What follows belongs to an exercise in optimizing a design on an open flow for small area, a short achievable clock period and few clock cycles per item; a production flow would make more cautious choices. At most, simulation tests tie the RTL to the original design; equivalence was not proved. For run 1, only the layout was checked, not whether the RTL still works. No activity file was given, so power comes from the tool's default toggle rates.

### design.v
module par_engine (
    input  wire         clk,
    input  wire         rst_n,
    input  wire         in_valid,
    output wire         in_ready,
    input  wire         in_first,
    input  wire         in_last,
    input  wire [1:0]   in_kind,      
    input  wire [3:0]   in_sheet,
    input  wire [127:0] in_data,
    input  wire [1:0]   cfg_nerase,
    input  wire [3:0]   cfg_sx,
    input  wire [3:0]   cfg_sy,
    output reg          out_valid,
    input  wire         out_ready,
    output reg  [127:0] out_a,
    output reg  [127:0] out_b,
    output reg          out_lost
);
    function [7:0] xtime;
        input [7:0] a;
        xtime = {a[6:0], 1'b0} ^ (a[7] ? 8'h1D : 8'h00);
    endfunction
    function [7:0] gf_mul;
        input [7:0] a;
        input [7:0] b;
        integer i;
        reg [7:0] p, aa;
        begin
            p  = 8'h00;
            aa = a;
            for (i = 0; i < 8; i = i + 1) begin
                if (b[i]) p = p ^ aa;
                aa = xtime(aa);
            end
            gf_mul = p;
        end
    endfunction
    localparam [127:0]  W_TAB  = 128'h261387CDE8743A1D8040201008040201;
    localparam [127:0]  K1_TAB = 128'h2C58B07DFAE9CF831B366CD8AD478E01;
    localparam [2047:0] K2_TAB = 2048'h00C382B4A868A0A946177A403339608AC3009B19754DD05D4F8C2EF4806672C0829B002B32EA9ABDBA9E055CF51DCCE4B4192B005664C9296769210AB8F73A85A875325600ACC88F52CED242146DF374684DEA64AC00458D03A481B98428DAFBA0D09AC9C845008A0706551F6F1550A9A95DBD298F8D8A00090E0CAA3EDE2AA0464FBA675203070900121C18497CA154178C9E69CEA4060E120024383092F85F7A2E0521D281550C1C240048706039ED40F45C0A42B91FAA1838480090E0C0723380F5B814846F3E49307090003DDD9D39661DF76D2815DE7C9260E03D007AA76072CC3AF3DA502AA1F839C0DD7A00F48AC0E48574FBA9A0545FED729DA7F400;
    function [7:0] gf_w;
        input [3:0] s;
        gf_w = W_TAB[8*s +: 8];
    endfunction
    function [7:0] gf_k;
        input [1:0] n;
        input [3:0] sx;
        input [3:0] sy;
        begin
            if (n == 2'd0)      gf_k = 8'h01;
            else if (n == 2'd1) gf_k = K1_TAB[8*sx +: 8];
            else                gf_k = K2_TAB[8*{sx, sy} +: 8];
        end
    endfunction
    reg          s1_v;
    reg          s1_first;
    reg          s1_last;
    reg  [1:0]   s1_kind;
    reg  [3:0]   s1_sheet;
    reg  [127:0] s1_d;
    reg  [1:0]   g_n;
    reg  [3:0]   g_sx;
    reg  [3:0]   g_sy;
    reg          ready_r;
    assign in_ready = ready_r;
    wire take = in_valid && ready_r;
    always @(posedge clk) begin
        s1_v     <= rst_n && take;
        s1_first <= in_first;
        s1_last  <= in_last;
        s1_kind  <= in_kind;
        s1_sheet <= in_sheet;
        s1_d     <= in_data;
        if (take && in_first) begin
            g_n  <= cfg_nerase;
            g_sx <= cfg_sx;
            g_sy <= cfg_sy;
        end
    end
    wire       n0 = (g_n == 2'd0);
    wire       n2 = g_n[1];
    wire [7:0] y  = n2 ? gf_w(g_sy) : 8'h00;
    reg [7:0] v;
    always @(*) begin
        case (s1_kind)
            2'd0:    v = gf_w(s1_sheet) ^ y;
            2'd1:    v = y;
            2'd2:    v = {7'd0, !n0};
            default: v = 8'h00;
        endcase
    end
    wire [7:0] coef = gf_mul(gf_k(g_n, g_sx, g_sy), v);
    reg [63:0] cols;
    integer j;
    always @(*) begin
        cols[7:0] = coef;
        for (j = 1; j < 8; j = j + 1)
            cols[8*j +: 8] = xtime(cols[8*(j-1) +: 8]);
    end
    reg          s2_v;
    reg          s2_last;
    reg          s2_clr;      
    reg          s2_binc;     
    reg          s2_p;
    reg          s2_q;
    reg  [1:0]   s2_n;
    reg  [63:0]  s2_cols;
    reg  [127:0] s2_d;
    always @(posedge clk) begin
        s2_v    <= rst_n && s1_v;
        s2_last <= s1_last;
        s2_clr  <= s1_v && s1_first;
        s2_binc <= s1_v && (s1_kind == 2'd0 || (s1_kind == 2'd1 && !n0));
        s2_p    <= s1_v && (s1_kind == 2'd1);
        s2_q    <= s1_v && (s1_kind == 2'd2);
        s2_n    <= g_n;
        s2_cols <= s1_v ? cols : 64'd0;
        s2_d    <= s1_d;
    end
    reg  [127:0] acc_a;
    reg  [127:0] acc_b;
    reg          g_sp;
    reg          g_sq;
    reg          a_done;      
    reg [127:0] nxt_a;
    reg [127:0] nxt_b;
    integer l, b;
    always @(*) begin
        for (l = 0; l < 16; l = l + 1) begin
            nxt_a[8*l +: 8] = s2_clr ? 8'h00 : acc_a[8*l +: 8];
            for (b = 0; b < 8; b = b + 1)
                if (s2_d[8*l + b]) nxt_a[8*l +: 8] = nxt_a[8*l +: 8] ^ s2_cols[8*b +: 8];
        end
        nxt_b = (s2_clr ? 128'd0 : acc_b) ^ (s2_binc ? s2_d : 128'd0);
    end
    wire nxt_sp = (!s2_clr && g_sp) || s2_p;
    wire nxt_sq = (!s2_clr && g_sq) || s2_q;
    wire r_n0 = (s2_n == 2'd0);
    wire r_n1 = (s2_n == 2'd1);
    wire r_n2 = s2_n[1];
    wire res_lost = r_n1 ? !(nxt_sp || nxt_sq) : r_n2 ? !(nxt_sp && nxt_sq) : 1'b0;
    wire a_from_b = r_n0 || (r_n1 && nxt_sp);
    wire [127:0] res_a = res_lost ? 128'd0 : (a_from_b ? nxt_b : nxt_a);
    wire [127:0] res_b = (res_lost || r_n1) ? 128'd0 : r_n0 ? nxt_a : (nxt_a ^ nxt_b);
    wire fin      = (s2_v && s2_last) || a_done;
    wire out_free = !out_valid || out_ready;
    wire out_load = fin && out_free;
    wire n_s1last = take && in_last;
    wire n_fin    = (s1_v && s1_last) || (fin && !out_free);
    wire n_ov     = out_load || (out_valid && !out_ready);
    wire n_ready  = !((n_s1last || (n_fin && n_ov)) && (n_fin || n_ov));
    always @(posedge clk) begin
        acc_a <= nxt_a;
        acc_b <= nxt_b;
        g_sp  <= nxt_sp;
        g_sq  <= nxt_sq;
        if (out_load) begin
            out_a    <= res_a;
            out_b    <= res_b;
            out_lost <= res_lost;
        end
        if (!rst_n) begin
            a_done    <= 1'b0;
            out_valid <= 1'b0;
            ready_r   <= 1'b1;
        end else begin
            a_done    <= fin && !out_free;
            out_valid <= n_ov;
            ready_r   <= n_ready;
        end
    end
endmodule
### constraint.sdc
create_clock -name core_clock -period 22.0 [get_ports {clk}]
set_input_delay 4.4000 -clock core_clock [delete_from_list [all_inputs] [get_ports {clk}]]
set_output_delay 4.4000 -clock core_clock [all_outputs]
set_load 0.01 [all_outputs]
### config.mk
export PLATFORM = sky130hd
export DESIGN_NAME = par_engine
export DESIGN_NICKNAME = par_engine
export VERILOG_FILES = /design/flow/design.v
export SDC_FILE = /design/flow/constraint.sdc
export NUM_CORES = 4
export LEC_CHECK = 0
export CAP_MARGIN = 20
export CORE_MARGIN = 2
export CORE_UTILIZATION = 30
export SLEW_MARGIN = 20
### run.sh
#!/bin/bash
# synth_recipe.tcl (not shown) runs the flow's synth.tcl, then flattens the netlist and writes it again
# the make line also repeats each setting of config.mk as NAME=value (left out here)
make -C /OpenROAD-flow-scripts/flow DESIGN_CONFIG=/design/flow/config.mk WORK_HOME=/design/flow/orfs CLKGATE_MAP_FILE= SYNTH_SCRIPT=/design/flow/synth_recipe.tcl finish
==> run summary, run 1 <==
outcome=no timing/DRC/antenna violations; final instance area=0.05488 sq mm; Vias=37150; Worst-Skew Late Latency=0.70 ns; final setup vio count=0; multi-input logic area=0.02427 sq mm; FP Rows=144; Syn Area/Cell=8.460 sq um; postcts setup bufs=0; leakage power=20.04 nW; Net count, final=5765; area of the core=0.1539 sq mm; vias in the first global route=36060; endpoints failing hold=0; worst rel slew slack=22.15%; share of flip-flops with an asynchronous set or reset=0%; critical path endpoint category=register; fill cell count=15590; share of post-route cells with drive strength above 1=4.669%; Max Buffers Root-to-Sink=3; Placement Setup Slack=14.14 ns; Top FF cell, synth=dfxtp_1; Yosys top cell by area=dfxtp_1; Worst Path Max Fanout=68; crit path DAT=7.49 ns; cell count after synthesis=5485; Overall Power=7.032 mW; sequential-to-total area share from yosys stat=41.57%; fmax=139.6 MHz; worst hold path depth=0; initial antenna violation count=10; Via density=4.811; Slew @ Worst Pin=1.168 ns; Synth area leaders=dfxtp_1 (24%), xnor2_1 (18%), edfxtp_1 (17%); Yosys warnings=1; DR pass1 iterations=5; post-route ant nets=0; final setup TNS=0 ns; chip width=397.3 microns; gpl congestion=0.9353; clock slew at reported path FFs=0.07 ns; Startpoint Class=primary input; WL final=159100 microns; DPL Wire Length=101100 microns; reg2reg path depth=17; DRC=0; CP required=22.32 ns; Final period util=32.57%; CTS Hold Bufs=0; FF+latch area=0.01935 sq mm; htree depth=3; first-pass GRT wire length=234000 microns; Worst Skew=0.03329 ns; largest net degree at the start of global routing=87; Mapped Nets=5654; minimum clock period=7.165 ns; IO Pins=409; Initial DRC Count=2977; share of the synthesized area in the top cell type=24.29%; Port Buf Inserts=408; CTS buffer count=95; Clock Sinks=830; number of synthesized flops with an enable pin=267; register bit total from synthesis=830; synthesis-to-finish area growth=18.28%; max cap viols=0; Starting Density=30.16%; RSZ-0062 raised after global routing=false; grt ovf=0; Tot GR Track Use=19.56%; CTS root buf=clkbuf_16; most common cell in the synthesized netlist=nand2_1; VDD IR max=0.06659 mV; Die Y=397.3 microns; PostCTS Resize Cnt=0; kind of critical path=primary input to register; power per cell area=128.1 mW/mm^2; Cell Area, Placed=0.05164 sq mm; die area=0.1578 sq mm; wire per inst=20.60 microns; post-synth cell types=97; post-route setup slack=14.84 ns; Hold/Removal Path Class=register to register; TritonCTS clock tree=yes; max-slew violation count=0; mapped cell area=0.04640 sq mm; Post-synth top cells=nand2_1 (1483), xnor2_1 (964), dfxtp_1 (563)
[power breakdown]
part	switching, mW	total, mW	leakage (nW)	internal [mW]
combinational	1.75	3.12	11.3	1.36
clock	0.678	1.65	1.56	0.972
sequential	0.334	2.27	7.22	1.93
total	2.76	7.03	20.0	4.27
[area by class of cell]
type | count | area share [%]
inverter | 277 | 1.913
clock inverter | 57 | 1.236
sequential | 830 | 35.26
timing repair buffer | 451 | 8.029
tap | 2044 | 4.660
multi-input combinational | 3941 | 44.22
clock buffer | 120 | 4.671
antenna | 2 | 0.009119
[per-layer routing]
metal	GRT usage, %	wire length (microns)	vias up
met3	3.395	10640	352
met4	8.854	7207	2
met2	31.15	72290	1480
met1	25.83	68950	17880
li1	-	-	17430
met5	0	9	-
[critical path: stages]
cell and delay [ns]:
clkdlybuf4s50_1 0.45, nand2b_1 0.18, nor2b_4 0.83, buf_4 0.63
buf_4 0.83
[cell families after synthesis]
group,count (synthesis),synth area share [%]
compound gates,464,6.760
simple gates,2069,18.00
flops,830,41.57
buf+inv,714,6.226
mux,17,0.4746
xor+xnor,1371,26.44
fa+ha+maj,20,0.5339
[path summary, 6_finish.rpt]
check	startpoint	endpoint	slack, ns
worst max-delay path	out_ready	out_b[55]	14.84
worst min-delay path	s1_d[111]	s2_d[111]	0.32
worst max register to register	g_sy[1]	s2_cols[54]	15.19
worst min register to register	s1_d[111]	s2_d[111]	0.32
[metrics by stage]
step	util (%)	hold WS, ns	cells
3_5_place_dp	33.56	0.3121	7543
6_report	35.67	0.3176	7722
5_1_grt	35.67	0.3271	7721
2_1_floorplan	-	0.3096	5485
4_1_cts	35.67	0.3104	7720
3_3_place_gp	33.56	0.3126	7543
[sequential cells by signal, indices dropped and copies added, names as in the netlist, 2 cells and up]
name      flops
g_sy          4
out_a       128
s2_cols      29
acc_b       128
s1_sheet      4
s2_n          2
g_n           2
g_sx          4
s2_d        128
s1_d        128
s1_kind       2
out_b       128
acc_a       128
[cells in the final DEF (no fill, tap or decap), types with 14 or more instances in the layout]
cell type and n:
nand2_1 1482, buf_4 43, clkdlybuf4s50_1 408, a31oi_1 24, nand2b_1 37, nand3_1 26, dfxtp_1 532, xor2_1 388
o22ai_1 138, nor3_1 24, nor2b_1 57, a21oi_1 74, xnor2_1 964, o21ai_0 73, nor2_1 352, clkinv_1 14
inv_1 272, clkbuf_1 18, dfxtp_2 21, ha_1 19, clkbuf_16 97, and2_1 17, edfxtp_1 267
==> inputs of run 2 (changes only) <==
--- a/design.v
+++ b/design.v
@@ -92,11 +92,4 @@
     end
     wire [7:0] coef = gf_mul(gf_k(g_n, g_sx, g_sy), v);
-    reg [63:0] cols;
-    integer j;
-    always @(*) begin
-        cols[7:0] = coef;
-        for (j = 1; j < 8; j = j + 1)
-            cols[8*j +: 8] = xtime(cols[8*(j-1) +: 8]);
-    end
     reg          s2_v;
     reg          s2_last;
@@ -106,5 +99,5 @@
     reg          s2_q;
     reg  [1:0]   s2_n;
-    reg  [63:0]  s2_cols;
+    reg  [7:0]   s2_c;
     reg  [127:0] s2_d;
     always @(posedge clk) begin
@@ -116,5 +109,5 @@
         s2_q    <= s1_v && (s1_kind == 2'd2);
         s2_n    <= g_n;
-        s2_cols <= s1_v ? cols : 64'd0;
+        s2_c    <= s1_v ? coef : 8'd0;
         s2_d    <= s1_d;
     end
@@ -124,4 +117,11 @@
     reg          g_sq;
     reg          a_done;      
+    reg [63:0] cols;
+    integer j;
+    always @(*) begin
+        cols[7:0] = s2_c;
+        for (j = 1; j < 8; j = j + 1)
+            cols[8*j +: 8] = xtime(cols[8*(j-1) +: 8]);
+    end
     reg [127:0] nxt_a;
     reg [127:0] nxt_b;
@@ -131,5 +131,5 @@
             nxt_a[8*l +: 8] = s2_clr ? 8'h00 : acc_a[8*l +: 8];
             for (b = 0; b < 8; b = b + 1)
-                if (s2_d[8*l + b]) nxt_a[8*l +: 8] = nxt_a[8*l +: 8] ^ s2_cols[8*b +: 8];
+                if (s2_d[8*l + b]) nxt_a[8*l +: 8] = nxt_a[8*l +: 8] ^ cols[8*b +: 8];
         end
         nxt_b = (s2_clr ? 128'd0 : acc_b) ^ (s2_binc ? s2_d : 128'd0);
@@ -145,5 +145,5 @@
     wire [127:0] res_b = (res_lost || r_n1) ? 128'd0 : r_n0 ? nxt_a : (nxt_a ^ nxt_b);
     wire fin      = (s2_v && s2_last) || a_done;
-    wire out_free = !out_valid || out_ready;
+    wire out_free = !out_valid;
     wire out_load = fin && out_free;
     wire n_s1last = take && in_last;
==> run 2 against run 1 <==
Still clean on timing, DRC and antenna. Non-clock buffer count up 21. Sequential power decreased by 9.3%. Flip-flop and latch count down 21. Critical path type is now register to primary output. Largest cell class unchanged.
==> run summary, run 2 <==
outcome=no timing/DRC/antenna violations; Die Y=395.7 microns; Vias=37400; fill cell count=15410; Port Buf Inserts=408; clock slew at reported path FFs=0.06 ns; share of flip-flops with an asynchronous set or reset=0%; Combinational Power Share=53.9%; fmax=161.4 MHz; IO Pins=409; critical path's top delay family=buffers and inverters; grt ovf=0; CP required=17.60 ns; Via density=4.869; postcts setup bufs=0; CTS Hold Bufs=0; P_int=4.574 mW; gpl congestion=0.9211; # diodes=0; Slew @ Worst Pin=1.165 ns; initial antenna violation count=9; final setup TNS=0 ns; Starting Density=30.27%; dpl cells=7504; max-slew violation count=0; htree depth=3; sw frac=42.56%; VDD IR max=0.07071 mV; TritonCTS clock tree=yes; Slowest-stage cell, CP=clkdlybuf4s50_1; Final period util=28.16%; area of the core=0.1521 sq mm; Mapped Nets=5593; Yosys warnings=1; mapped cell area=0.04603 sq mm; Syn Area/Cell=8.495 sq um; Hold/Removal Path Class=register to register; vias in the first global route=36390; Worst Path Max Fanout=1; minimum clock period=6.195 ns; most common cell in the synthesized netlist=nand2_1; Top FF cell, synth=dfxtp_1; CP Launch Point=out_b[3]; crit path DAT=1.80 ns; Worst R2R Start=s2_c[7]; Post-synth top cells=nand2_1 (1389), xnor2_1 (1034), dfxtp_1 (542); Switch Pwr=3.389 mW; cell count after synthesis=5419; worst rel slew slack=21.35%; Initial DRC Count=3289; critical path endpoint category=primary output; FP Rows=143; kind of critical path=register to primary output; PostCTS Resize Cnt=0; DPL Wire Length=107600 microns; Startpoint Class=register; chip width=395.7 microns; Max Buffers Root-to-Sink=3; die area=0.1566 sq mm; crit path cell chain=clkdlybuf4s50_1; CTS buffer count=93; largest net degree at the start of global routing=79; Yosys top cell by area=dfxtp_1; DR pass1 iterations=5; Worst-Skew Late Latency=0.72 ns; max cap viols=0; register bit total from synthesis=809; clock share of power=20.3%; final non-filler cell total=7680; critical path's largest stage delay=0.59 ns; Flop pwr share=25.9%; FF+latch area=0.01890 sq mm; Net count, final=5743; DRC=0; Tot GR Track Use=20.44%; number of synthesized flops with an enable pin=267; multi-input logic area=0.02475 sq mm; CTS root buf=clkbuf_16; Hold Crit Start=s1_d[98]; share of post-route cells with drive strength above 1=6.442%; first-pass GRT wire length=242400 microns; power per cell area=144.7 mW/mm^2; Worst Skew=0.02942 ns; most frequent cells in the layout=nand2_1 (1387), xnor2_1 (1027), dfxtp_1 (532); post-synth cell types=97; synthesis-to-finish area growth=19.50%; wire per inst=21.42 microns; sequential-to-total area share from yosys stat=40.99%; leakage power=20.43 nW; Synth area leaders=dfxtp_1 (24%), xnor2_1 (20%), edfxtp_1 (17%); WL final=164500 microns; share of the synthesized area in the top cell type=23.57%; RSZ-0062 raised after global routing=false; Worst Path Buf+Inv=1; final setup vio count=0; commonest non-fill, non-tap cell in the layout=nand2_1; post-route ant nets=0; endpoints failing hold=0; Clock Sinks=809
## run 2: area by class of cell
cell class / instances / share of cell area (%)
clock buffers: 118 / 4.606
clock inverters: 58 / 1.180
inverters: 277 / 1.904
multi-input cells: 3916 / 44.98
flip-flops and latches: 809 / 34.35
well taps: 2030 / 4.617
repair buffers: 472 / 8.356
## run 2: through the flow
| step | hold WS (ns) | setup slack (ns) | total power [mW] | cell area (sq um) | util, % |
|---|---|---|---|---|---|
| floorplan | 0.3096 | 8.991 | 5.208 | 46030 | - |
| global placement | 0.3114 | 16.02 | 6.283 | 51780 | 34.05 |
| detailed placement | 0.3121 | 16.01 | 6.357 | 51830 | 34.08 |
| CTS | 0.3187 | 15.79 | 8.014 | 55010 | 36.17 |
| global route | 0.3287 | 15.79 | 8.467 | 55010 | 36.17 |
| finish | 0.3165 | 15.80 | 7.963 | 55010 | 36.17 |
## run 2: worst paths after layout
| check | slack, ns | cells after the start | to |
|---|---|---|---|
| worst max register to register | 16.42 | 13 | out_b[12] |
| worst min-delay path | 0.32 | 0 | s2_d[98] |
| worst min register to register | 0.32 | 0 | s2_d[98] |
| worst max-delay path | 15.80 | 1 | out_b[3] |
## run 2: cell families after synthesis
logic type      share of synthesized area [%]
buf+inv                                 6.037
mux                                     1.965
compound gates                          7.966
xor+xnor                                25.58
fa+ha+maj                              0.6741
simple gates                            16.79
flops                                   40.99
## run 2: power by group through the flow
stage / clock (mW) / sequential (mW) / combinational [mW]
after floorplan: 0 / 2.00 / 3.21
after global placement: 0 / 2.09 / 4.19
after detailed placement: 0 / 2.09 / 4.27
after CTS: 1.65 / 2.06 / 4.30
after global routing: 1.71 / 2.09 / 4.68
final: 1.61 / 2.06 / 4.29
## run 2: routing by layer
metal  up-vias  global-route usage, %  wire [microns]
li1      17470                      -               -
met1     18150                  27.34           72430
met2      1435                  32.96           75330
met3       332                  3.588           10660
met4        10                  7.340            6038
met5         -                      0              55
Testbench counts of run 2, summed over its fixed seeds: cycles 24,088, items 3,200.
==> inputs of run 3 (changes only) <==
==> flow/run.sh (new file) <==
#!/bin/bash
set -euo pipefail
export BUFFER_PORTS_ARGS="-buffer_cell sky130_fd_sc_hd__buf_2"
bash standard.sh > flow.log 2>&1
==> standard.sh (new file) <==
#!/bin/bash
# synth_recipe.tcl (not shown) runs the flow's synth.tcl, then flattens the netlist and writes it again
# the make line also repeats each setting of config.mk as NAME=value (left out here)
make -C /OpenROAD-flow-scripts/flow DESIGN_CONFIG=/design/flow/config.mk WORK_HOME=/design/flow/orfs CLKGATE_MAP_FILE= SYNTH_SCRIPT=/design/flow/synth_recipe.tcl "${@:-finish}"
removed: run.sh
==> run 3 against run 2 <==
Cell area is 3.3% lower. Critical path type unchanged. Die area is the same. Largest cell class unchanged. Total power is 0.51% higher.
==> run summary, run 3 <==
main combinational cell family by area after synthesis=XOR/XNOR gates; Worst Skew=0.03681 ns; Yosys warnings=1; final setup vio count=0; Slowest-stage cell, CP=edfxtp_1; CTS buffer count=95; Synth Area in Compound Gates=7.966%; endpoints failing hold=0; final setup TNS=0 ns; Yosys top cell by area=dfxtp_1; Initial DRC Count=3350; Synth area leaders=dfxtp_1 (24%), xnor2_1 (20%), edfxtp_1 (17%); mapped cell area=0.04603 sq mm; DR pass1 iterations=5; Post-synth top cells=nand2_1 (1389), xnor2_1 (1034), dfxtp_1 (542); Starting Density=30.27%; Startpoint Class=register; register bit total from synthesis=809; critical path endpoint category=primary output; most common cell in the synthesized netlist=nand2_1; Synth Area in Simple Gates=16.79%; Hold/Removal Path Class=register to register; Die Y=395.7 microns; die area=0.1566 sq mm; Worst Path Buf+Inv=1; Overall Power=8.003 mW; Worst-Skew Late Latency=0.75 ns; crit path cell chain=buf_2; CTS Hold Bufs=0; CP required=17.60 ns; wire per inst=21.68 microns; share of post-route cells with drive strength above 1=13.63%; IO Pins=409; htree depth=3; fin util=34.98%; max cap viols=0; clock slew at reported path FFs=0.06 ns; Tot GR Track Use=20.66%; hold_ws=0.3195 ns; WL final=166700 microns; first-pass GRT wire length=243600 microns; sequential-to-total area share from yosys stat=40.99%; leakage power=20.58 nW; synthesis-to-finish area growth=15.57%; worst rel slew slack=23.47%; Worst Path Max Fanout=1; RSZ-0062 raised after global routing=false; post-synth cell types=97; Vias=37670; FP Rows=143; DRC=0; Net count, final=5746; critical path's top delay family=flip-flops; Clock Sinks=809; DPL Wire Length=109100 microns; Synth Area in XOR/XNOR=25.58%; VDD IR max=0.07669 mV; Top FF cell, synth=dfxtp_1; power per cell area=150.4 mW/mm^2; commonest non-fill, non-tap cell in the layout=nand2_1; largest net degree at the start of global routing=125; number of synthesized flops with an enable pin=267; gpl congestion=0.9544; TritonCTS clock tree=yes; Slew @ Worst Pin=1.146 ns; area of the core=0.1521 sq mm; fmax=172.4 MHz; max-slew violation count=0; Final period util=26.37%; share of flip-flops with an asynchronous set or reset=0%; share of the synthesized area in the top cell type=23.57%; most frequent cells in the layout=nand2_1 (1387), xnor2_1 (1027), dfxtp_1 (532); post-route ant nets=0; Via density=4.900; Port Buf Inserts=408; CTS root buf=clkbuf_16; cell count after synthesis=5419; Max Buffers Root-to-Sink=3; initial antenna violation count=9; Mapped Nets=5593; critical path's largest stage delay=0.47 ns; outcome=no timing/DRC/antenna violations; PostCTS Resize Cnt=0; Post-Synth Adder-Cell Area=0.6741%; minimum clock period=5.802 ns; kind of critical path=register to primary output; crit path DAT=1.40 ns; grt ovf=0; Syn Area/Cell=8.495 sq um; chip width=395.7 microns; postcts setup bufs=0; vias in the first global route=36090; post-synthesis mux area share=1.965%
run 3: cell types whose count changed in the layout (fill, tap and decap cells not counted), sizes merged:
| cell | delta |
|---|---|
| buf | +409 |
| clkdlybuf4s50 | -408 |
| clkinvlp | -11 |
| clkbuf | +9 |
| clkinv | +3 |
| bufinv | +2 |
| diode | +2 |
| inv | +1 |
run 3: path summary, 6_finish.rpt:
check,to,slack (ns),start,depth (start not counted)
max,out_a[3],16.20,out_a[3],1
min,s2_d[53],0.32,s1_d[53],0
max reg2reg,s2_c[4],16.82,g_sy[0],15
min reg2reg,s2_d[53],0.32,s1_d[53],0
run 3: area by class of cell:
cell class,instances,area [sq um]
flip-flops and latches,809,18900
clock inverters,53,715.7
repair buffers,473,2608
multi-input cells,3916,24750
well taps,2030,2540
clock buffers,127,2640
diodes,2,5.005
inverters,277,1047
fillers,15550,98880
run 3: logic make-up (layout without fill, tap and decap cells):
kind of cell,after synthesis,count (layout)
adder cells (fa/ha/maj),25,25
AO/OA/AOI/OAI,556,556
multiplexers,75,75
buffers and inverters,694,930
flip-flops,809,809
other,0,2
AND/OR/NAND/NOR,1936,1936
XOR/XNOR,1324,1324
run 3: power breakdown:
group          internal (mW)  switching (mW)
clock                  0.978           0.703
combinational           1.72            2.54
sequential              1.91           0.161
run 3: per-layer routing:
layer	track usage (%)	up-vias	share of wire [%]
met3	3.349	302	6.7
li1	-	17480	-
met5	0	-	0.020
met2	32.87	1455	46
met4	7.136	6	3.3
met1	28.29	18420	44
run 3: per-stage QoR:
step | cell area (sq um) | instances | worst slack (ns)
CTS | 53170 | 7684 | 16.15
finish | 53200 | 7687 | 16.20
floorplan | 46030 | 5419 | 8.991
detailed placement | 49810 | 7504 | 16.42
global route | 53200 | 7685 | 16.16
global placement | 49770 | 7502 | 16.42
==> inputs of run 4 (changes only) <==
--- a/config.mk
+++ b/config.mk
@@ -8,4 +8,4 @@
 export CAP_MARGIN = 20
 export CORE_MARGIN = 2
-export CORE_UTILIZATION = 30
+export CORE_UTILIZATION = 55
 export SLEW_MARGIN = 20
==> run 4 against run 3 <==
Critical path depth stayed put. Via count is 0.53% lower. Largest cell class unchanged. Setup slack better by 0.042 ns. Clock power is 9.5% lower. Still clean on timing, DRC and antenna. Die area is 45% lower. Combinational power is 1% lower. Critical endpoint is now out_a[123]. Wire length is 10% lower. Fmax is 0.73% higher. Clock skew is 0.0017 ns lower.
==> run summary, run 4 <==
Worst Path Max Fanout=1; Worst Path Buf+Inv=1; wire per inst=22.25 microns; share of the synthesized area in the top cell type=23.57%; die area=0.08603 sq mm; power per cell area=150.9 mW/mm^2; share of post-route cells with drive strength above 1=13.19%; endpoints failing hold=0; CTS root buf=clkbuf_16; grt ovf=0; vias in the first global route=35470; Synth area leaders=dfxtp_1 (24%), xnor2_1 (20%), edfxtp_1 (17%); WL final=149300 microns; TritonCTS clock tree=yes; Tot GR Track Use=33.95%; Slowest-stage cell, CP=edfxtp_1; hold_ws=0.3016 ns; main combinational cell family by area after synthesis=XOR/XNOR gates; post-synthesis mux area share=1.965%; crit path cell chain=buf_2; Mapped Nets=5593; post-synth cell types=97; P_int=4.494 mW; Hold/Removal Path Class=register to register; Yosys warnings=1; Vias=37470; register bit total from synthesis=809; RSZ-0062 raised after global routing=false; area of the core=0.08329 sq mm; Top FF cell, synth=dfxtp_1; Via density=5.584; Starting Density=55.27%; fin util=61.82%; cell count after synthesis=5419; postcts setup bufs=0; Post-synth top cells=nand2_1 (1389), xnor2_1 (1034), dfxtp_1 (542); mapped cell area=0.04603 sq mm; CTS Hold Bufs=0; Startpoint Class=register; Synth Area in Simple Gates=16.79%; fmax=173.6 MHz; final setup vio count=0; critical path's top delay family=flip-flops; sw frac=42.14%; Combinational Power Share=54.1%; commonest non-fill, non-tap cell in the layout=nand2_1; Post-Synth Adder-Cell Area=0.6741%; largest net degree at the start of global routing=120; Syn Area/Cell=8.495 sq um; max cap viols=0; DR pass1 iterations=6; Initial DRC Count=3225; number of synthesized flops with an enable pin=267; PostCTS Resize Cnt=0; Port Buf Inserts=408; most frequent cells in the layout=nand2_1 (1388), xnor2_1 (1027), dfxtp_1 (532); FP Rows=106; VDD IR max=0.1182 mV; Slew @ Worst Pin=1.145 ns; DPL Wire Length=95160 microns; worst rel slew slack=23.53%; Final period util=26.18%; kind of critical path=register to primary output; critical path's largest stage delay=0.48 ns; max-slew violation count=0; htree depth=3; DRC=0; initial antenna violation count=8; CTS buffer count=87; post-route ant nets=0; Placement Setup Slack=16.55 ns; chip width=293.3 microns; Synth Area in XOR/XNOR=25.58%; clock slew at reported path FFs=0.06 ns; Switch Pwr=3.274 mW; post-route setup slack=16.24 ns; IO Pins=409; first-pass GRT wire length=223200 microns; gpl congestion=0.9695; Net count, final=5728; outcome=no timing/DRC/antenna violations; CP required=17.60 ns; critical path endpoint category=primary output; crit path DAT=1.36 ns; clock share of power=19.5%; Worst Skew=0.03515 ns; Die Y=293.3 microns; share of flip-flops with an asynchronous set or reset=0%; final setup TNS=0 ns; Worst-Skew Late Latency=0.69 ns; Yosys top cell by area=dfxtp_1; synthesis-to-finish area growth=11.85%; Clock Sinks=809; Flop pwr share=26.4%; fill cell count=7251; Max Buffers Root-to-Sink=3; sequential-to-total area share from yosys stat=40.99%; Synth Area in Compound Gates=7.966%; minimum clock period=5.760 ns; most common cell in the synthesized netlist=nand2_1; leakage power=20.33 nW
## run 4: cell counts after synthesis
Identical to the previous run, type by type.
## run 4: stage by stage
step | power (mW) | cell area (sq um) | instances
after floorplan | 5.208 | 46030 | 5419
after global placement | 6.146 | 48490 | 6544
after global routing | 8.217 | 51490 | 6709
after detailed placement | 6.216 | 48530 | 6545
after CTS | 7.754 | 51480 | 6705
final | 7.767 | 51490 | 6710
## run 4: final timing paths
| path | start | to | slack (ns) | cells after the start |
|---|---|---|---|---|
| max | out_a[123] | out_a[123] | 16.24 | 1 |
| min | s1_d[118] | s2_d[118] | 0.30 | 0 |
| min reg2reg | s1_d[118] | s2_d[118] | 0.30 | 0 |
| max reg2reg | s2_c[7] | out_b[28] | 16.67 | 12 |
## run 4: cell type report
| cell class | count | area (sq um) | area share [%] |
|---|---|---|---|
| Clock buffer | 115 | 2507 | 4.870 |
| Inverter | 277 | 1047 | 2.034 |
| Multi-Input combinational cell | 3916 | 24740 | 48.05 |
| Timing Repair Buffer | 463 | 2491 | 4.838 |
| Tap cell | 1080 | 1351 | 2.624 |
| Clock inverter | 45 | 442.9 | 0.8602 |
| Sequential cell | 809 | 18900 | 36.70 |
| Antenna cell | 5 | 12.51 | 0.02430 |
## run 4: logic make-up after synthesis
family / count (synthesis)
adders and majority gates: 25
and+or+nand+nor: 1936
DFF: 809
buffers and inverters: 694
AOI/OAI and AO/OA: 556
xor gates and xnor gates: 1324
muxes: 75
## run 4: power by group through the flow
stage	logic, mW	registers [mW]	clock network (mW)
after floorplan	3.21	2.00	0
after global placement	4.07	2.08	0
after detailed placement	4.14	2.08	0
after CTS	4.17	2.05	1.54
after global routing	4.56	2.07	1.59
final	4.20	2.05	1.52
## run 4: layer usage
layer / vias up / GRT usage, % / wire [microns]
met5: - / 0 / 39
met4: 6 / 14.26 / 6190
met3: 333 / 5.272 / 11270
met2: 1669 / 54.26 / 68320
met1: 18030 / 45.87 / 63480
li1: 17430 / - / -
==> inputs of run 5 (changes only) <==
--- a/config.mk
+++ b/config.mk
@@ -9,3 +9,6 @@
 export CORE_MARGIN = 2
 export CORE_UTILIZATION = 55
+export CTS_BUF_LIST = sky130_fd_sc_hd__clkbuf_8
+export CTS_CLUSTER_DIAMETER = 60
+export CTS_CLUSTER_SIZE = 16
 export SLEW_MARGIN = 20
==> run 5 against run 4 <==
Critical endpoint is now out_b[3]. Count of clock-buffer cells in the layout fell by 35. Wire length fell by 0.29%. Core utilization down 1.6 points.
==> run summary, run 5 <==
VDD IR max=0.08974 mV; share of the synthesized area in the top cell type=23.57%; Tot GR Track Use=33.81%; Starting Density=55.27%; Initial DRC Count=3194; Yosys warnings=1; leakage power=19.79 nW; Critical Path Stages=1; Placement Setup Slack=16.55 ns; DRC=0; Die Y=293.3 microns; max cap viols=0; largest net degree at the start of global routing=120; Hold/Removal Path Class=register to register; FF+latch area=0.01890 sq mm; gpl congestion=0.9695; Worst-Skew Late Latency=0.77 ns; Startpoint Class=register; mapped cell area=0.04603 sq mm; first-pass GRT wire length=222400 microns; DPL Wire Length=95160 microns; Worst Skew=0.05007 ns; Max Buffers Root-to-Sink=3; crit path cell chain=buf_2; Top Usage Layer GRT=met2; multi-input logic area=0.02474 sq mm; outcome=no timing/DRC/antenna violations; Final period util=26.66%; WL final=148900 microns; fill cell count=7417; CTS root buf=clkbuf_8; Slew @ Worst Pin=1.217 ns; Port Buf Inserts=408; met1 usage=45.63%; Worst R2R Start=s2_c[7]; dpl cells=6545; share of flip-flops with an asynchronous set or reset=0%; kind of critical path=register to primary output; Synth area leaders=dfxtp_1 (24%), xnor2_1 (20%), edfxtp_1 (17%); Clock Sinks=809; critical path endpoint category=primary output; minimum clock period=5.864 ns; critical path's top delay family=flip-flops; DR pass1 iterations=5; Yosys top cell by area=dfxtp_1; power per cell area=144.2 mW/mm^2; IO Pins=409; crit path DAT=1.46 ns; share of post-route cells with drive strength above 1=12.81%; PostCTS Resize Cnt=0; die area=0.08603 sq mm; reg2reg path depth=12; sequential-to-total area share from yosys stat=40.99%; TritonCTS clock tree=yes; CP required=17.60 ns; wire per inst=22.26 microns; RSZ-0062 raised after global routing=false; max-slew violation count=0; register bit total from synthesis=809; Worst R2R Setup Slack=16.68 ns; postcts setup bufs=0; final non-filler cell total=6689; FP Rows=106; end of the critical path=out_b[3]; Worst Path Max Fanout=1; Cell Area, Placed=0.04853 sq mm; fmax=170.5 MHz; most frequent cells in the layout=nand2_1 (1388), xnor2_1 (1027), dfxtp_1 (532); Hold Crit Start=s1_d[86]; Worst Path Buf+Inv=1; most common cell in the synthesized netlist=nand2_1; synthesis-to-finish area growth=8.948%; CTS buffer count=78; Vias=37420; vias in the first global route=35330; Syn Area/Cell=8.495 sq um; final instance area=0.05015 sq mm; reg2reg end=out_b[28]; Slowest-stage cell, CP=edfxtp_1; htree depth=3; cell count after synthesis=5419; post-route setup slack=16.14 ns; chip width=293.3 microns; post-synth cell types=97; number of synthesized flops with an enable pin=267; initial antenna violation count=9; Mapped Nets=5593; met3 Track Usage GR=5.166%; clock slew at reported path FFs=0.11 ns; CTS Hold Bufs=0; critical path's largest stage delay=0.49 ns; Net count, final=5719; area of the core=0.08329 sq mm; final setup TNS=0 ns; post-route ant nets=0; fin util=60.22%; endpoints failing hold=0; Top FF cell, synth=dfxtp_1; commonest non-fill, non-tap cell in the layout=nand2_1; Via density=5.594; CP Launch Point=out_b[3]; grt ovf=0; met2 Usage GRT=54.42%; final setup vio count=0; Post-synth top cells=nand2_1 (1389), xnor2_1 (1034), dfxtp_1 (542); worst rel slew slack=18.72%
## run 5: area by class of cell
class | count | area share, %
Tap cell | 1080 | 2.694
Multi-Input combinational cell | 3916 | 49.33
Sequential cell | 809 | 37.68
Inverter | 277 | 2.088
Clock buffer | 80 | 2.195
Timing Repair Buffer | 463 | 4.967
Clock inverter | 61 | 1.035
Antenna cell | 3 | 0.01497
## run 5: report_power, final
| part | internal (mW) | leakage, nW | switching [mW] |
|---|---|---|---|
| registers | 1.90 | 7.04 | 0.142 |
| logic | 1.71 | 11.8 | 2.48 |
| clock network | 0.394 | 0.911 | 0.598 |
| total | 4.01 | 19.8 | 3.22 |
## run 5: how the worst min path moves through the flow
stage | slack, ns | cells past startpoint | endpoint
2_1_floorplan | 0.31 | 0 | s2_d[0]
3_3_place_gp | 0.31 | 0 | s2_d[102]
3_5_place_dp | 0.31 | 0 | s2_d[0]
4_1_cts | 0.32 | 0 | s2_d[86]
5_1_grt | 0.32 | 0 | s2_d[86]
6_report | 0.32 | 0 | s2_d[86]
## run 5: metal layers
layer  wire length, microns  vias to the layer above
li1                       -                    17400
met3                  11830                      337
met1                  62770                    17990
met4                   5816                        6
met2                  68410                     1690
met5                     39                        -
## run 5: cell families (layout without fill, tap and decap cells)
kind of cell / count (synthesis) / after routing / share of synthesized area [%]
xor gates and xnor gates: 1324 / 1324 / 25.58
muxes: 75 / 75 / 1.965
buffers and inverters: 694 / 881 / 6.037
DFF: 809 / 809 / 40.99
AOI/OAI and AO/OA: 556 / 556 / 7.966
and+or+nand+nor: 1936 / 1936 / 16.79
adders and majority gates: 25 / 25 / 0.6741
other: 0 / 3 / 0
## run 5: per-stage QoR
stage,power [mW],hold slack [ns]
after detailed placement,6.216,0.3121
after floorplan,5.208,0.3096
after global routing,7.683,0.3238
final,7.231,0.3190
after CTS,7.220,0.3186
after global placement,6.146,0.3098
==> inputs of run 6 (changes only) <==
--- a/config.mk
+++ b/config.mk
@@ -9,6 +9,6 @@
 export CORE_MARGIN = 2
 export CORE_UTILIZATION = 55
-export CTS_BUF_LIST = sky130_fd_sc_hd__clkbuf_8
-export CTS_CLUSTER_DIAMETER = 60
-export CTS_CLUSTER_SIZE = 16
+export CTS_BUF_LIST = sky130_fd_sc_hd__clkbuf_16
+export CTS_CLUSTER_DIAMETER = 100
+export CTS_CLUSTER_SIZE = 24
 export SLEW_MARGIN = 20
==> run 6 against run 5 <==
Fmax rose by 2.8%. Via count fell by 0.82%. Synthesized cell count did not move. Cell area fell by 0.73%. Die area did not move. Count of clock-buffer cells in the layout fell by 38. Combinational power barely moved. Sequential power barely moved. Largest power group unchanged.
==> run summary, run 6 <==
final setup TNS=0 ns; CTS root buf=clkbuf_16; mapped cell area=0.04603 sq mm; register bit total from synthesis=809; Starting Density=55.27%; reg2reg path depth=12; endpoints failing hold=0; Via density=5.603; Yosys top cell by area=dfxtp_1; Combinational Power Share=59.0%; Placement Setup Slack=16.55 ns; cell count after synthesis=5419; DR pass1 iterations=6; Cell Area, Placed=0.04853 sq mm; CTS buffer count=42; first-pass GRT wire length=221100 microns; Syn Area/Cell=8.495 sq um; worst rel slew slack=24.09%; fin util=59.77%; IO Pins=409; power per cell area=142.9 mW/mm^2; Vias=37110; Hold Crit Start=s1_d[61]; leakage power=19.57 nW; critical path endpoint category=primary output; post-route ant nets=0; grt ovf=0; fill cell count=7453; outcome=no timing/DRC/antenna violations; chip width=293.3 microns; final non-filler cell total=6624; Worst-Skew Late Latency=0.63 ns; Slowest-stage cell, CP=edfxtp_1; dpl cells=6545; Top FF cell, synth=dfxtp_1; sw frac=44.14%; clock slew at reported path FFs=0.10 ns; PostCTS Resize Cnt=0; Synth area leaders=dfxtp_1 (24%), xnor2_1 (20%), edfxtp_1 (17%); Worst Path Max Fanout=1; end of the critical path=out_a[3]; synthesis-to-finish area growth=8.148%; RSZ-0062 raised after global routing=false; WL final=147600 microns; Switch Pwr=3.139 mW; Tot GR Track Use=33.43%; Slew @ Worst Pin=1.137 ns; area of the core=0.08329 sq mm; max-slew violation count=0; share of flip-flops with an asynchronous set or reset=0%; Max Buffers Root-to-Sink=3; Initial DRC Count=3251; sequential-to-total area share from yosys stat=40.99%; hold_ws=0.3235 ns; CP Launch Point=out_a[3]; share of the synthesized area in the top cell type=23.57%; Critical Path Stages=1; postcts setup bufs=0; Startpoint Class=register; wire per inst=22.28 microns; FP Rows=106; htree depth=2; max cap viols=0; Final period util=25.93%; multi-input logic area=0.02474 sq mm; gpl congestion=0.9695; Die Y=293.3 microns; Worst Path Buf+Inv=1; P_int=3.973 mW; most frequent cells in the layout=nand2_1 (1388), xnor2_1 (1027), dfxtp_1 (532); Post-synth top cells=nand2_1 (1389), xnor2_1 (1034), dfxtp_1 (542); DRC=0; VDD IR max=0.09070 mV; most common cell in the synthesized netlist=nand2_1; post-route setup slack=16.30 ns; final instance area=0.04979 sq mm; kind of critical path=register to primary output; crit path DAT=1.30 ns; fmax=175.3 MHz; final setup vio count=0; CP required=17.60 ns; post-synth cell types=97; Worst R2R Setup Slack=16.71 ns; Hold/Removal Path Class=register to register; CTS Hold Bufs=0; clock share of power=12.3%; Clock Sinks=809; TritonCTS clock tree=yes; vias in the first global route=34940; largest net degree at the start of global routing=120; reg2reg end=out_b[78]; Overall Power=7.112 mW; die area=0.08603 sq mm; number of synthesized flops with an enable pin=267; Net count, final=5683; Worst R2R Start=s2_c[7]; Mapped Nets=5593; critical path's largest stage delay=0.50 ns; critical path's top delay family=flip-flops; Worst Skew=0.03299 ns; initial antenna violation count=8; Yosys warnings=1; DPL Wire Length=95160 microns; FF+latch area=0.01890 sq mm; minimum clock period=5.704 ns; commonest non-fill, non-tap cell in the layout=nand2_1; share of post-route cells with drive strength above 1=11.81%; Port Buf Inserts=408; crit path cell chain=buf_2; Flop pwr share=28.8%
## run 6: cell count changes in the layout (fill, tap and decap cells not counted)
cell	delta
inv_8	-6
inv_16	+1
clkinv_4	-1
clkbuf_16	+42
inv_1	-3
clkinv_8	-5
diode_2	+1
clkinvlp_4	-1
clkbuf_8	-80
clkinv_1	+1
inv_12	-1
inv_4	-2
inv_6	-9
bufinv_16	-2
## run 6: worst min path at each step
stage | to | slack, ns | cells past startpoint
floorplan | s2_d[0] | 0.31 | 0
global route | s2_d[76] | 0.33 | 0
finish | s2_d[61] | 0.32 | 0
CTS | s2_d[16] | 0.32 | 0
detailed placement | s2_d[0] | 0.31 | 0
global placement | s2_d[102] | 0.31 | 0
## run 6: power groups by stage
stage	sequential [mW]	combinational [mW]	clock [mW]
after floorplan	2.00	3.21	0
after global placement	2.08	4.07	0
after detailed placement	2.08	4.14	0
after CTS	2.04	4.17	0.892
after global routing	2.07	4.55	0.944
final	2.04	4.19	0.874
## run 6: final cells by class
cell class	count	share of cell area (%)
inverters	277	2.104
well taps	1080	2.714
multi-input cells	3916	49.69
repair buffers	463	5.004
diodes	4	0.02011
clock inverters	33	0.3996
clock buffers	42	2.111
flip-flops and latches	809	37.95
## run 6: kinds of logic (layout without fill, tap and decap cells)
family | count (synthesis) | in the layout | share of synthesized area, %
flops | 809 | 809 | 40.99
fa+ha+maj | 25 | 25 | 0.6741
other cells | 0 | 4 | 0
mux | 75 | 75 | 1.965
xor+xnor | 1324 | 1324 | 25.58
simple gates | 1936 | 1936 | 16.79
buf+inv | 694 | 815 | 6.037
compound gates | 556 | 556 | 7.966
## run 6: routing by layer
layer  share of wire, %  vias up  GRT usage [%]
li1                   -    17290              -
met1                 43    17910          45.79
met2                 46     1599          53.83
met3                7.6      306          4.448
met4                4.0        6          12.87
met5              0.028        -              0
==> inputs of run 7 (changes only) <==
--- a/config.mk
+++ b/config.mk
@@ -6,4 +6,5 @@
 export NUM_CORES = 4
 export LEC_CHECK = 0
+export ABC_AREA = 1
 export CAP_MARGIN = 20
 export CORE_MARGIN = 2
==> run 7 against run 6 <==
Clock power is 2% higher. Critical path depth rose by 16. Worst hold slack worse by 0.00079 ns. Core utilization grew 0.17 points. Total power is 21% lower. Combinational power decreased by 35%. Synthesized area is 2.0% lower. Critical path type is now register to register. Critical endpoint is now out_b[83]. Largest power group unchanged.
==> run summary, run 7 <==
most frequent cells in the layout=nand2_1 (1445), nor2_1 (714), xor2_1 (607); Mapped Nets=5919; Worst Skew=0.03093 ns; fmax=170.4 MHz; Hold/Removal Path Class=register to register; cell count after synthesis=5745; cell mode on critical path=nand2_1; clock slew at reported path FFs=0.11 ns; htree depth=2; register bit total from synthesis=809; sw frac=42.62%; worst rel slew slack=11.94%; Slew @ Worst Pin=1.321 ns; Yosys top cell by area=dfxtp_1; P_int=3.217 mW; Post-synth top cells=nand2_1 (1448), nor2_1 (717), xor2_1 (608); grt ovf=0; most common cell in the synthesized netlist=nand2_1; CTS Hold Bufs=0; commonest non-fill, non-tap cell in the layout=nand2_1; CTS buffer count=42; CP required=22.39 ns; Switch Pwr=2.390 mW; PostCTS Resize Cnt=0; final instance area=0.04891 sq mm; critical path endpoint category=register; area of the core=0.08158 sq mm; gpl congestion=0.9783; number of synthesized flops with an enable pin=267; Net count, final=6125; crit path cell chain=or2_1, nand2_2, inv_1, nand2_1, nand2_2, nand2_1, nand2_4, inv_2, buf_4, nand2_1, nand2_1, nor2_1, xor2_1, xor2_1, inv_1, o21ai_0, a21oi_1; FP Rows=105; Tot GR Track Use=34.46%; final setup TNS=0 ns; Startpoint Class=register; largest net degree at the start of global routing=192; minimum clock period=5.867 ns; final setup vio count=0; Flop pwr share=35.6%; first-pass GRT wire length=222500 microns; Slowest-stage cell, CP=dfxtp_2; kind of critical path=register to register; endpoints failing hold=0; outcome=no timing/DRC/antenna violations; post-synth cell types=45; Via density=5.471; Final period util=26.67%; Clock Sinks=809; vias in the first global route=35810; Vias=38600; share of the synthesized area in the top cell type=24.06%; VDD IR max=0.07808 mV; DR pass1 iterations=6; critical path's largest stage delay=0.84 ns; reg2reg path depth=17; Max Buffers Root-to-Sink=3; max-slew violation count=0; initial antenna violation count=3; sequential-to-total area share from yosys stat=41.84%; wire per inst=21.22 microns; Yosys warnings=1; Starting Density=55.27%; Initial DRC Count=3856; Die Y=290.3 microns; TritonCTS clock tree=yes; Combinational Power Share=48.5%; postcts setup bufs=0; Worst-Skew Late Latency=0.66 ns; Worst Path Max Fanout=33; clock share of power=15.9%; power per cell area=114.6 mW/mm^2; RSZ-0062 raised after global routing=false; worst hold path depth=0; share of post-route cells with drive strength above 1=9.724%; mapped cell area=0.04509 sq mm; CTS root buf=clkbuf_16; Port Buf Inserts=408; leakage power=21.92 nW; IO Pins=409; max cap viols=0; DRC=0; synthesis-to-finish area growth=8.455%; Synth area leaders=dfxtp_1 (24%), edfxtp_1 (18%), nand2_1 (12%); Top FF cell, synth=dfxtp_1; crit path DAT=6.26 ns; share of flip-flops with an asynchronous set or reset=0%; die area=0.08429 sq mm; DPL Wire Length=96870 microns; WL final=149700 microns; Cell Area, Placed=0.04760 sq mm; chip width=290.3 microns; post-route ant nets=0; Syn Area/Cell=7.849 sq um
## run 7: worst paths after layout
path / to / slack (ns) / startpoint
setup / recovery: out_b[83] / 16.13 / s2_c[1]
hold / removal: s2_d[12] / 0.32 / s1_d[12]
setup reg to reg: out_b[83] / 16.13 / s2_c[1]
hold reg to reg: s2_d[12] / 0.32 / s1_d[12]
## run 7: cells by family after synthesis
| logic type | synth area share, % |
|---|---|
| simple gates | 22.31 |
| xor+xnor | 22.92 |
| flops | 41.84 |
| buf+inv | 6.523 |
| compound gates | 5.741 |
| fa+ha+maj | 0.6659 |
## run 7: cell type report
class                           count  area [sq um]
Antenna cell                        1         2.502
Clock buffer                       43          1076
Clock inverter                     35         222.7
Fill cell                        7530         32680
Inverter                          424          1605
Multi-Input combinational cell   4226         23370
Sequential cell                   809         18890
Tap cell                         1070          1339
Timing Repair Buffer              448          2405
## run 7: power groups by stage
stage                     combinational [mW]  sequential, mW  clock (mW)
after floorplan                         2.04            1.98           0
after global placement                  2.61            2.03           0
after detailed placement                2.66            2.03           0
after CTS                               2.68            2.00       0.907
after global routing                    2.97            2.02       0.954
final                                   2.72            2.00       0.889
## run 7: routing by layer
layer	routed length (microns)	share of wire, %	GRT usage [%]	up-vias
met1	62150	42	47.43	18140
li1	-	-	-	18220
met4	6485	4.3	13.71	0
met3	14050	9.4	5.193	302
met2	67030	45	54.55	1942
met5	0	0	0	-
## run 7: critical path: cells and delay by family (launching register included)
kind	cells	cell delay, ns
buf+inv	4	1.30
xor+xnor	2	0.42
compound gates	2	0.23
simple gates	9	2.81
flops	1	0.84
## run 7: stage by stage
step | hold WS, ns | std cells | power (mW) | util (%) | setup slack [ns]
6_report | 0.3227 | 7056 | 5.607 | 59.94 | 16.13
5_1_grt | 0.3278 | 7055 | 5.938 | 59.94 | 16.05
4_1_cts | 0.3217 | 7055 | 5.582 | 59.94 | 16.18
3_5_place_dp | 0.3121 | 6977 | 4.688 | 58.35 | 16.28
3_3_place_gp | 0.3102 | 6977 | 4.639 | 58.35 | 16.28
2_1_floorplan | 0.3096 | 5745 | 4.021 | - | 9.778
==> inputs of run 8 (changes only) <==
==> flow/run.sh (replaced) <==
#!/bin/bash
set -euo pipefail
export BUFFER_PORTS_ARGS="-buffer_cell sky130_fd_sc_hd__buf_2"
export SETUP_SLACK_MARGIN=16.6
bash standard.sh > flow.log 2>&1
--- a/config.mk
+++ b/config.mk
@@ -6,5 +6,4 @@
 export NUM_CORES = 4
 export LEC_CHECK = 0
-export ABC_AREA = 1
 export CAP_MARGIN = 20
 export CORE_MARGIN = 2
==> run 8 against run 7 <==
Register-to-register slack better by 0.57 ns. First-iteration DRC count down 22%. Sequential power up 3%. Fmax up 1.7%. Core utilization up 0.13 points. Synthesized area up 2.1%. Total power up 26%. Global-route usage down 1.7 points. Flip-flop and latch count unchanged. Critical path type is now register to primary output.
==> run summary, run 8 <==
outcome=no timing/DRC/antenna violations; Net count, final=5694; Worst Skew=0.04382 ns; Port Buf Inserts=408; vias in the first global route=34990; post-route ant nets=0; CTS Hold Bufs=0; synthesis-to-finish area growth=8.700%; largest net degree at the start of global routing=164; P_int=3.990 mW; Hold EP=s2_d[118]; chip width=293.3 microns; commonest non-fill, non-tap cell in the layout=nand2_1; gpl congestion=0.9716; Synth area leaders=dfxtp_1 (24%), xnor2_1 (20%), edfxtp_1 (17%); Hold/Removal Path Class=register to register; Post-synth top cells=nand2_1 (1389), xnor2_1 (1034), dfxtp_1 (542); Worst Path Buf+Inv=1; htree depth=2; Initial DRC Count=2992; Clock Sinks=809; Starting Density=55.27%; power per cell area=141.6 mW/mm^2; hold_ws=0.3118 ns; grt ovf=0; max-slew violation count=0; most common cell in the synthesized netlist=nand2_1; final setup TNS=0 ns; post-route setup slack=16.23 ns; Mapped Nets=5593; share of post-route cells with drive strength above 1=12.06%; DR pass1 iterations=6; DRC=0; number of synthesized flops with an enable pin=267; minimum clock period=5.772 ns; VDD IR max=0.09749 mV; Final period util=26.24%; final setup vio count=0; share of the synthesized area in the top cell type=23.57%; post-synth cell types=97; register bit total from synthesis=809; # diodes=0; Switch Pwr=3.098 mW; Worst R2R Setup Slack=16.70 ns; Yosys warnings=1; Worst-Skew Late Latency=0.65 ns; Tot GR Track Use=32.74%; Overall Power=7.088 mW; CTS root buf=clkbuf_16; area of the core=0.08329 sq mm; Cell Area, Placed=0.04853 sq mm; Slowest-stage cell, CP=edfxtp_1; Vias=37010; Syn Area/Cell=8.495 sq um; CTS buffer count=42; Slew @ Worst Pin=1.135 ns; wire per inst=21.77 microns; IO Pins=409; leakage power=19.68 nW; Combinational Power Share=58.5%; kind of critical path=register to primary output; clock slew at reported path FFs=0.10 ns; reg2reg end=out_b[36]; max cap viols=0; Worst Path Max Fanout=1; first-pass GRT wire length=216700 microns; Max Buffers Root-to-Sink=3; Die Y=293.3 microns; Flop pwr share=28.9%; final instance area=0.05004 sq mm; initial antenna violation count=0; sw frac=43.71%; RSZ-0062 raised after global routing=true; worst hold path depth=0; crit path DAT=1.37 ns; critical path's largest stage delay=0.53 ns; Worst R2R Start=s2_c[7]; TritonCTS clock tree=yes; CP required=17.60 ns; endpoints failing hold=0; Via density=5.579; critical path's top delay family=flip-flops; clock share of power=12.6%; Yosys top cell by area=dfxtp_1; sequential-to-total area share from yosys stat=40.99%; worst rel slew slack=23.38%; Startpoint Class=register; WL final=144400 microns; die area=0.08603 sq mm; crit path cell chain=buf_2; DPL Wire Length=91490 microns; Placement Setup Slack=16.40 ns; Hold Crit Start=s1_d[118]; Top FF cell, synth=dfxtp_1; cell count after synthesis=5419; FP Rows=106; share of flip-flops with an asynchronous set or reset=0%; mapped cell area=0.04603 sq mm; most frequent cells in the layout=nand2_1 (1388), xnor2_1 (1027), dfxtp_1 (530); reg2reg path depth=11; fmax=173.3 MHz; critical path endpoint category=primary output
==> run 8: worst max-delay path by stage <==
stage / from / end / slack, ns / depth (start not counted)
global route: out_b[5] / out_b[5] / 16.21 / 1
CTS: out_b[5] / out_b[5] / 16.20 / 1
finish: out_b[5] / out_b[5] / 16.23 / 1
global placement: in_valid / g_sx[0] / 16.54 / 2
detailed placement: s2_c[7] / out_b[6] / 16.40 / 11
floorplan: in_last / ready_r / 16.90 / 3
==> run 8: what timing repair did <==
item | 4_1_cts | 5_1_grt
cloned | 0 | 1
buffers inserted | 1 | 6
setup endpoints to repair | 286 | 316
gates resized for setup | 11 | 10
pin swaps | 1 | 2
==> run 8: per-layer routing <==
| metal | track usage [%] | routed length [microns] | vias up |
|---|---|---|---|
| met2 | 52.48 | 65900 | 1561 |
| met3 | 3.933 | 10470 | 314 |
| met4 | 13.92 | 6275 | 0 |
| li1 | - | - | 17330 |
| met5 | 0 | 0 | - |
| met1 | 44.80 | 61800 | 17810 |
==> run 8: stage by stage <==
step           cells  utilization (%)
6_report        6634            60.08
5_1_grt         6634            60.08
3_3_place_gp    6546            58.24
3_5_place_dp    6547            58.27
4_1_cts         6626            59.92
2_1_floorplan   5419                -
==> run 8: power groups by stage <==
stage	logic, mW	registers [mW]	clock network [mW]
floorplan	3.21	2.00	0
global placement	4.02	2.08	0
detailed placement	4.09	2.08	0
CTS	4.12	2.05	0.917
global route	4.52	2.07	0.966
finish	4.15	2.05	0.894
==> run 8: cells by family after synthesis <==
family / after synthesis / synth area share, %
xor gates and xnor gates: 1324 / 25.58
buffers and inverters: 694 / 6.037
adders and majority gates: 25 / 0.6741
muxes: 75 / 1.965
DFF: 809 / 40.99
AOI/OAI and AO/OA: 556 / 7.966
and+or+nand+nor: 1936 / 16.79
==> run 8: layout make-up <==
cell class	instances	area [sq um]
Clock buffer	43	1076
Fill cell	7524	33250
Inverter	277	1047
Clock inverter	35	239.0
Tap cell	1080	1351
Timing Repair Buffer	473	2669
Multi-Input combinational cell	3917	24760
Sequential cell	809	18900
==> inputs of run 9 (changes only) <==
==> flow/run.sh (replaced) <==
#!/bin/bash
set -euo pipefail
export BUFFER_PORTS_ARGS="-buffer_cell sky130_fd_sc_hd__buf_2"
bash standard.sh > flow.log 2>&1
--- a/config.mk
+++ b/config.mk
@@ -8,5 +8,5 @@
 export CAP_MARGIN = 20
 export CORE_MARGIN = 2
-export CORE_UTILIZATION = 55
+export CORE_UTILIZATION = 70
 export CTS_BUF_LIST = sky130_fd_sc_hd__clkbuf_16
 export CTS_CLUSTER_DIAMETER = 100
==> run 9 against run 8 <==
Still clean. Fmax up 0.31%. Count of clock-buffer cells in the layout decreased by 1. Cell count down 3.6%. Clock power is 4.3% lower. First-iteration DRC count up 74%. Via count rose by 4.9%. Non-clock buffer count decreased by 15. Synthesized area did not move. Sequential power about the same. Critical endpoint is now out_b[27]. Highest routed layer is now met5.
==> run summary, run 9 <==
most common cell in the synthesized netlist=nand2_1; Net count, final=5677; wire per inst=22.10 microns; Port Buf Inserts=408; share of post-route cells with drive strength above 1=11.62%; Startpoint Class=register; Top FF cell, synth=dfxtp_1; Hold/Removal Path Class=register to register; power per cell area=144.7 mW/mm^2; Clock Sinks=809; Vias=38830; Initial DRC Count=5194; kind of critical path=register to register; WL final=141400 microns; register bit total from synthesis=809; first-pass GRT wire length=213200 microns; mapped cell area=0.04603 sq mm; TritonCTS clock tree=yes; FP Rows=94; post-route ant nets=0; Slowest-stage cell, CP=xor2_4; # diodes=0; DRC=0; post-route setup slack=16.25 ns; Syn Area/Cell=8.495 sq um; most frequent cells in the layout=nand2_1 (1388), xnor2_1 (1027), dfxtp_1 (533); cell count after synthesis=5419; Worst-Skew Late Latency=0.64 ns; DPL Wire Length=90620 microns; Yosys top cell by area=dfxtp_1; CP required=22.34 ns; Post-synth top cells=nand2_1 (1389), xnor2_1 (1034), dfxtp_1 (542); leakage power=19.54 nW; CTS root buf=clkbuf_16; Worst Skew=0.04159 ns; initial antenna violation count=1; sequential-to-total area share from yosys stat=40.99%; crit path DAT=6.09 ns; vias in the first global route=37350; area of the core=0.06539 sq mm; final non-filler cell total=6398; Starting Density=70.40%; dpl cells=6323; post-synth cell types=97; gpl congestion=1.005; share of flip-flops with an asynchronous set or reset=0%; Tot GR Track Use=40.56%; fmax=173.8 MHz; Worst Path Max Fanout=54; final setup TNS=0 ns; clock slew at reported path FFs=0.10 ns; postcts setup bufs=0; critical path endpoint category=register; IO Pins=409; largest net degree at the start of global routing=125; critical path's top delay family=XOR/XNOR gates; fin util=75.58%; max-slew violation count=0; CTS Hold Bufs=0; commonest non-fill, non-tap cell in the layout=nand2_1; PostCTS Resize Cnt=0; number of synthesized flops with an enable pin=267; critical path's largest stage delay=0.83 ns; Die Y=260.4 microns; minimum clock period=5.754 ns; chip width=260.4 microns; max cap viols=0; endpoints failing hold=0; Via density=6.069; Yosys warnings=1; worst rel slew slack=21.86%; Final period util=26.16%; outcome=no timing/DRC/antenna violations; die area=0.06783 sq mm; Slew @ Worst Pin=1.166 ns; final setup vio count=0; Worst Path Buf+Inv=1; Mapped Nets=5593; crit path cell chain=buf_4, xor2_4, nand2b_1, nand2_1, xor2_4, nand2_1, xnor2_1, xor2_1, nor2_1; RSZ-0062 raised after global routing=false; DR pass1 iterations=9; Synth area leaders=dfxtp_1 (24%), xnor2_1 (20%), edfxtp_1 (17%); synthesis-to-finish area growth=7.369%; share of the synthesized area in the top cell type=23.57%; VDD IR max=0.1042 mV; grt ovf=0; CTS buffer count=41; htree depth=2; Placement Setup Slack=16.58 ns; Max Buffers Root-to-Sink=3
==> run 9: cell counts after synthesis <==
No cell type changed its count.
==> run 9: through the flow <==
| stage | hold WS [ns] | instance area (sq um) | total power [mW] |
|---|---|---|---|
| 5_1_grt | 0.3220 | 49430 | 7.515 |
| 4_1_cts | 0.3211 | 49400 | 7.060 |
| 3_3_place_gp | 0.3097 | 48170 | 6.052 |
| 2_1_floorplan | 0.3096 | 46030 | 5.208 |
| 6_report | 0.3124 | 49430 | 7.150 |
| 3_5_place_dp | 0.3121 | 48170 | 6.183 |
==> run 9: power by group <==
part	leakage, nW	internal [mW]	switching (mW)	total (mW)
Combinational	11.8	1.71	2.55	4.25
Clock	0.693	0.357	0.500	0.856
Sequential	7.04	1.90	0.136	2.04
Total	19.5	3.96	3.19	7.15
==> run 9: layer usage <==
| layer | track usage, % | part of all wire, % |
|---|---|---|
| met5 | 0 | 0.0078 |
| met3 | 7.382 | 12 |
| met1 | 53.17 | 38 |
| met4 | 21.37 | 5.6 |
| met2 | 64.18 | 45 |
==> run 9: cell type report <==
type / instances / area [sq um]
Multi-Input combinational cell: 3916 / 24740
Sequential cell: 809 / 18890
Fill cell: 4693 / 15970
Timing Repair Buffer: 458 / 2437
Tap cell: 864 / 1081
Clock buffer: 42 / 1051
Inverter: 277 / 1047
Clock inverter: 32 / 175.2
==> run 9: worst paths after layout <==
kind	start	endpoint	slack (ns)	cells after the start
max	s2_c[7]	out_b[27]	16.25	9
min	s1_d[116]	s2_d[116]	0.31	0
max reg2reg	s2_c[7]	out_b[27]	16.25	9
min reg2reg	s1_d[116]	s2_d[116]	0.31	0
==> run 9: cells by family after synthesis <==
logic type	Yosys count	share of synthesized area [%]
and+or+nand+nor	1936	16.79
DFF	809	40.99
xor gates and xnor gates	1324	25.58
muxes	75	1.965
buffers and inverters	694	6.037
AOI/OAI and AO/OA	556	7.966
adders and majority gates	25	0.6741
==> inputs of run 10 (changes only) <==
==> flow/run.sh (replaced) <==
#!/bin/bash
set -euo pipefail
export BUFFER_PORTS_ARGS="-buffer_cell sky130_fd_sc_hd__buf_1"
bash standard.sh > flow.log 2>&1
--- a/config.mk
+++ b/config.mk
@@ -8,5 +8,5 @@
 export CAP_MARGIN = 20
 export CORE_MARGIN = 2
-export CORE_UTILIZATION = 70
+export CORE_UTILIZATION = 55
 export CTS_BUF_LIST = sky130_fd_sc_hd__clkbuf_16
 export CTS_CLUSTER_DIAMETER = 100
==> run 10 against run 9 <==
Fmax rose by 0.86%. Worst hold slack improved by 0.0058 ns. Clock skew fell by 0.011 ns. First-iteration DRC count fell by 33%. Setup slack improved by 0.049 ns. Cell area fell by 0.17%. Synthesized cell count did not move. Flip-flop and latch count did not move. Sequential share of layout area rose by 0.066 points. Core utilization fell by 16 points. Critical path depth fell by 8. Largest power group unchanged.
==> run summary, run 10 <==
outcome=no timing/DRC/antenna violations; die area=0.08603 sq mm; register bit total from synthesis=809; share of flip-flops with an asynchronous set or reset=0%; Die Y=293.3 microns; area of the core=0.08329 sq mm; worst rel slew slack=26.34%; number of synthesized flops with an enable pin=267; first-pass GRT wire length=219100 microns; share of post-route cells with drive strength above 1=4.528%; Worst Path Buf+Inv=1; CTS Hold Bufs=0; P_int=3.991 mW; max cap viols=0; final setup vio count=0; Top FF cell, synth=dfxtp_1; met1 wire length=62690 microns; Worst Path Max Fanout=1; CTS root buf=clkbuf_16; endpoints failing hold=0; gpl congestion=0.9836; Port Buf Inserts=408; PostCTS Resize Cnt=0; TritonCTS clock tree=yes; DR pass1 iterations=8; Net count, final=5685; kind of critical path=register to primary output; Clock Sinks=809; Synth area leaders=dfxtp_1 (24%), xnor2_1 (20%), edfxtp_1 (17%); critical path endpoint category=primary output; largest net degree at the start of global routing=86; Via density=5.575; VDD IR max=0.1183 mV; synthesis-to-finish area growth=7.189%; post-route ant nets=0; post-synth cell types=97; met3 wire len=11000 microns; WL final=146000 microns; CP required=17.60 ns; Tot GR Track Use=33.11%; final non-filler cell total=6623; commonest non-fill, non-tap cell in the layout=nand2_1; Yosys warnings=1; most common cell in the synthesized netlist=nand2_1; Yosys top cell by area=dfxtp_1; dpl cells=6547; FF+latch area=0.01890 sq mm; chip width=293.3 microns; crit path cell chain=buf_1; postcts setup bufs=0; final setup TNS=0 ns; Max Buffers Root-to-Sink=3; multi-input logic area=0.02474 sq mm; DRC=0; share of the synthesized area in the top cell type=23.57%; met2 routed WL=66630 microns; sw frac=43.98%; Switch Pwr=3.134 mW; Post-synth top cells=nand2_1 (1389), xnor2_1 (1034), dfxtp_1 (542); minimum clock period=5.705 ns; initial antenna violation count=1; # diodes=0; Slowest-stage cell, CP=edfxtp_1; vias in the first global route=34620; DPL Wire Length=94290 microns; Hold/Removal Path Class=register to register; fmax=175.3 MHz; sequential-to-total area share from yosys stat=40.99%; clock share of power=12.9%; Worst R2R Setup Slack=16.80 ns; fill cell count=7566
[run 10: changes by cell type in the layout (fill, tap and decap cells not counted), moves of 2 or more]
cell / before / now
clkbuf_16: 42 / 45
inv_6: 0 / 2
inv_1: 296 / 291
buf_4: 49 / 56
buf_1: 0 / 408
buf_2: 408 / 0
[run 10: final timing paths]
check	startpoint	to	depth (start not counted)
max	out_a[122]	out_a[122]	1
min	s1_d[26]	s2_d[26]	0
max reg2reg	g_sy[2]	s2_c[4]	14
min reg2reg	s1_d[26]	s2_d[26]	0
[run 10: power groups by stage]
stage,Clock [mW],Sequential [mW],Combinational (mW)
detailed placement,0,2.09,4.10
global placement,0,2.09,4.04
global route,0.986,2.08,4.52
CTS,0.936,2.05,4.13
floorplan,0,2.00,3.21
finish,0.917,2.05,4.15
[run 10: final cells by class]
type	instances	area share (%)
tap	1080	2.739
sequential	809	38.29
timing repair buffer	465	3.986
multi-input combinational	3916	50.14
clock inverter	31	0.4387
inverter	277	2.122
clock buffer	45	2.282
[run 10: logic make-up (layout without fill, tap and decap cells)]
family	Yosys count	after routing	share of synthesized area [%]
XOR/XNOR	1324	1324	25.58
adder cells (fa/ha/maj)	25	25	0.6741
AO/OA/AOI/OAI	556	556	7.966
flip-flops	809	809	40.99
multiplexers	75	75	1.965
buffers and inverters	694	818	6.037
AND/OR/NAND/NOR	1936	1936	16.79
[run 10: through the flow]
| step | worst slack [ns] | total power, mW | util [%] | hold WS, ns | cell area, sq um |
|---|---|---|---|---|---|
| after floorplan | 8.991 | 5.208 | - | 0.3096 | 46030 |
| after global placement | 16.52 | 6.121 | 57.61 | 0.3096 | 47990 |
| after detailed placement | 16.52 | 6.182 | 57.63 | 0.3121 | 48000 |
| after CTS | 16.25 | 7.114 | 59.24 | 0.3217 | 49340 |
| after global routing | 16.27 | 7.583 | 59.24 | 0.3341 | 49340 |
| final | 16.29 | 7.125 | 59.24 | 0.3183 | 49340 |
[run 10: layer usage]
| layer | track usage, % | up-vias |
|---|---|---|
| li1 | - | 17290 |
| met1 | 46.22 | 17760 |
| met2 | 52.80 | 1578 |
| met3 | 4.017 | 289 |
| met4 | 12.23 | 2 |
| met5 | 0 | - |

Re-timed with assumed drivers on the ports (clkbuf_16 on the clock, buf_2 on other inputs), run 10 has 16.224 ns of setup slack against 16.295 ns with ideal ports, and 16.531 ns once port delays also move by the mid clock arrival of 0.697 ns.
